Context: an optimization exercise on an open-source flow, tuned for small area, a short achievable clock period and few clock cycles per item. The choices shown serve that exercise and are no tape-out recipe. Only simulation tests tie the RTL to the original design; equivalence was not proved. Power and IR drop assume default switching activity.

v55:
==> flow/design.v (excerpt) <==
module mbcq_enc #(
    parameter integer L  = 34,      
    parameter integer RP = 32,      
    parameter integer HQ = 2        
) (
    input  wire        clk,
    input  wire        rst,         
    input  wire        in_valid,
    output wire        in_ready,
    input  wire        in_last,     
    input  wire [1:0]  in_fmt,      
    input  wire [1:0]  in_k,        
    input  wire [31:0] in_elem,     
    output wire        out_valid,
    input  wire        out_ready,
    output wire        out_hdr,     
    output wire        out_last,    
    output wire [15:0] out_data
);
==> flow/config.mk <==
export PLATFORM = sky130hd
export DESIGN_NAME = mbcq_enc
export DESIGN_NICKNAME = mbcq_enc
export VERILOG_FILES = /design/flow/design.v
export SDC_FILE = /design/flow/constraint.sdc
export NUM_CORES = 4
export LEC_CHECK = 0
export CAP_MARGIN = 20
export CORE_MARGIN = 2
export CORE_UTILIZATION = 70
export CTS_BUF_LIST = sky130_fd_sc_hd__clkbuf_8
export CTS_CLUSTER_DIAMETER = 50
export CTS_CLUSTER_SIZE = 18
export PLACE_DENSITY = 0.8
export SLEW_MARGIN = 20
==> flow/constraint.sdc <==
create_clock -name core_clock -period 16.0 [get_ports {clk}]
set_input_delay 3.2000 -clock core_clock [delete_from_list [all_inputs] [get_ports {clk}]]
set_output_delay 3.2000 -clock core_clock [all_outputs]
set_load 0.01 [all_outputs]
standard.sh (not shown) runs the stock make flow with config.mk's settings and CLKGATE_MAP_FILE= SYNTH_SCRIPT=/design/flow/synth_recipe.tcl, a recipe that flattens the netlist after the stock synthesis.
==> flow/flow/run.sh <==
#!/bin/bash
# Own layout flow: the standard ORFS flow (standard.sh), with the ports
# buffered by a plain buffer instead of the delay-cell buffer ORFS picks.
# The make output goes to flow.log in the work folder; ORFS's own per-step
# logs stay under orfs/logs/.
set -euo pipefail
bash standard.sh \
  "BUFFER_PORTS_ARGS=-buffer_cell sky130_fd_sc_hd__buf_2" \
  SETUP_SLACK_MARGIN=11.5 \
  finish > flow.log 2>&1
The final layout from v55, which completed every stage, passed the timing, DRC and antenna checks at the end of the flow.
Testbench counts of v55, summed over its fixed seeds: cycles 377,724, items 363,761.
## Diff of input files: v8 against v55
Settings: swapping 50 for 70 in CTS_CLUSTER_DIAMETER; swapping 0.8 for 0.9 in PLACE_DENSITY; swapping 18 for 14 in CTS_CLUSTER_SIZE; swapping 70 for 80 in CORE_UTILIZATION.
--- outcome ---
Final area: v55 vs v8, no meaningful difference
In the flow results for v55 and v8, the via count is smaller on v55.
Of v55 and v8, the higher non-clock buffer count in the final layout belongs to v55.
When v8 is set beside v55, its global routing usage on met3 turns out to be 4.4 points larger.
Relative to v55, sum of met2 wire segment lengths after detailed routing increased by 26% in v8.
Total power, v55 and v8, higher one = v8.
For v48, these inputs were changed with respect to v8:
Settings: PLACE_DENSITY changed from 0.9 to 0.8; CTS_BUF_LIST changed from sky130_fd_sc_hd__clkbuf_8 to sky130_fd_sc_hd__clkbuf_16; CTS_CLUSTER_SIZE changed from 14 to 34; CORE_UTILIZATION changed from 80 to 70.
Findings:
Going from v8 to v48, fraction of synthesized area in multiplexers has remained practically unchanged; number of clock buffer instances in the layout now smaller; fill cell instance count of the final layout now sits higher.
When v48 is set beside v8, its combinational cell fraction of total power turns out to be 0.4 points smaller.
Compared with v8, in v48 fraction of met2 tracks used by global routing saw a decrease; setup slack saw an increase; share of layout cells above drive strength 1 saw a decrease; design area saw little to no change.
For die area, dividing the value from v48 by the value from v8 gives 1.14.
Re largest clock skew in the final design: v8 was lower than v48.
## Diff of input files: v28 against v48
Settings: CTS_CLUSTER_SIZE changed from 34 to 30; CTS_CLUSTER_DIAMETER changed from 70 to 80.
==> flow/run.sh (new file) <==
#!/bin/bash
# synth_recipe.tcl (not shown) runs the flow's synth.tcl, then flattens the netlist and writes it again
# the make line also repeats each setting of config.mk as NAME=value (left out here)
make -C /OpenROAD-flow-scripts/flow DESIGN_CONFIG=/design/flow/config.mk WORK_HOME=/design/flow/orfs CLKGATE_MAP_FILE= SYNTH_SCRIPT=/design/flow/synth_recipe.tcl finish
removed: flow/flow/run.sh
removed: flow/standard.sh
### Flow results
- Row critical path depth: v28 higher / v48 lower
- v28 against v48: sequential cell area shows no meaningful change, final-layout worst hold slack shows an increase of 8.0 ps, sequential share of power shows an increase of 0.2 points.
- Layout net count essentially unchanged between v48 and v28.
- Taking v48 as the reference, in v28 number of non-clock buffers higher; fraction of area in multi-input gates fell by 0.20 points.
- Taking v48 as the reference point, the combinational power of v28 rises by about 3%.
- v28 ends up with a final critical-path setup slack that is 580 ps lower than in v48.
- Compared with v48, in v28 non-filler instance count after layout closely matched the old numbers, data required time at the worst endpoint saw an increase.
What v36 does differently from v28 at the input level:
==> flow/flow/run.sh (new file) <==
#!/bin/bash
# Own layout flow: the standard ORFS flow (standard.sh), with the ports
# buffered by a plain buffer instead of the delay-cell buffer ORFS picks.
# The make output goes to flow.log in the work folder; ORFS's own per-step
# logs stay under orfs/logs/.
set -euo pipefail
bash standard.sh \
  "BUFFER_PORTS_ARGS=-buffer_cell sky130_fd_sc_hd__buf_2" \
  finish > flow.log 2>&1
==> flow/standard.sh (new file) <==
#!/bin/bash
# synth_recipe.tcl (not shown) runs the flow's synth.tcl, then flattens the netlist and writes it again
# the make line also repeats each setting of config.mk as NAME=value (left out here)
make -C /OpenROAD-flow-scripts/flow DESIGN_CONFIG=/design/flow/config.mk WORK_HOME=/design/flow/orfs CLKGATE_MAP_FILE= SYNTH_SCRIPT=/design/flow/synth_recipe.tcl "${@:-finish}"
removed: flow/run.sh
Findings:
v36 has non-clock buffer share of cell area below what v28 had.
Diff v36 and v28: final hold slack higher in v28
Synthesis-to-layout area growth down 0.79 points in v36 wrt v28
Wire length (v36 over v28): increase, about 1.7%
Looking at share of power burned in the clock network across v36 and v28, the one that comes out higher is v36.
Reported for v36 and v28, die area turned out identical to the last digit.
| met2 usage in global routing | v36 vs v28 | 1.2 points higher |
Filler-free cell count of the finished design: v36 vs v28 — no meaningful difference
met1 layer wirelength in the final routing is lower on v28
Against v28, v36 reports a final area that is lower.
--- input diff v36..v52 ---
Settings: changing CTS_CLUSTER_DIAMETER from 80 to 70; changing CTS_CLUSTER_SIZE from 30 to 14; changing CTS_BUF_LIST from sky130_fd_sc_hd__clkbuf_16 to sky130_fd_sc_hd__clkbuf_8.
-- flow/flow/run.sh --
<<< v36, line 8
  "BUFFER_PORTS_ARGS=-buffer_cell sky130_fd_sc_hd__buf_2" \
  finish > flow.log 2>&1
>>> v52, line 8
  "BUFFER_PORTS_ARGS=-buffer_cell sky130_fd_sc_hd__buf_2" \
  SETUP_SLACK_MARGIN=11.5 \
  finish > flow.log 2>&1
--- outcome ---
- Looking at highest cell delay on the worst timing path, v52 sits 380 ps lower than v36 does.
- Of the two values seen for slowest cell on the critical path, dfxtp_1 was produced by v36 and edfxtp_1 by v52.
- Compared with v36, in v52 switching share of power went up, total clock buffers created by CTS went up.
- Against v36, v52 reports a CTS H-tree depth that is higher.
- v52: length of routed wiring on met1 0.34% below v36
- ~same post-route core utilization in v52 and v36
- The part of the cycle the worst path needs number comes out lower for v52 vs v36.
- Against v36, v52 comes in 17 ps higher on transition time of the tightest slew-check pin.
- The final cell count reported for v52 is greater than that of v36 by 54.
- v36 -> v52: number of non-clock buffers increased by a few percent

[static timing again, ports no longer ideal]
The flow's constraints put no driver on any port. The routed layouts listed below were extracted and timed again, unchanged, in two steps.
Step 1 (the two cells are an assumption about what drives the block):
set clk [get_ports {clk}]
set_driving_cell -lib_cell sky130_fd_sc_hd__clkbuf_16 $clk
set_driving_cell -lib_cell sky130_fd_sc_hd__buf_2 [delete_from_list [all_inputs] $clk]
Step 2 times the ports against the registers' clock, not the clock port: input delays grow and output delays shrink by t, the midpoint of the rising clock arrivals with the driver on.
Slacks: ideal / step 1 / step 2; pairs: ideal / step 1.
run | shift t [ns] | setup slack, ns | worst setup path at the end | latest minus earliest clock arrival (ns) | worst slew at a driven data input, ns
v55 | 0.722 | 11.528 / 11.474 / 11.137 | input to register | 0.040 / 0.039 | 0.03
v8 | 0.751 | 11.468 / 11.414 / 11.043 | input to register | 0.062 / 0.062 | 0.06
v48 | 0.657 | 11.634 / 11.572 / 11.085 | input to register | 0.052 / 0.052 | 0.04
v28 | 0.653 | 11.052 / 11.052 / 10.722 | input to register | 0.038 / 0.037 | 0.04
v36 | 0.653 | 11.147 / 11.147 / 10.948 | input to register | 0.051 / 0.051 | 0.04
v52 | 0.744 | 11.509 / 11.454 / 11.122 | input to register | 0.046 / 0.046 | 0.04
After both steps every run listed still meets setup and hold. The setup slack of v48, which loses most, moves by -0.062 ns with the drivers and by -0.549 ns with both steps.
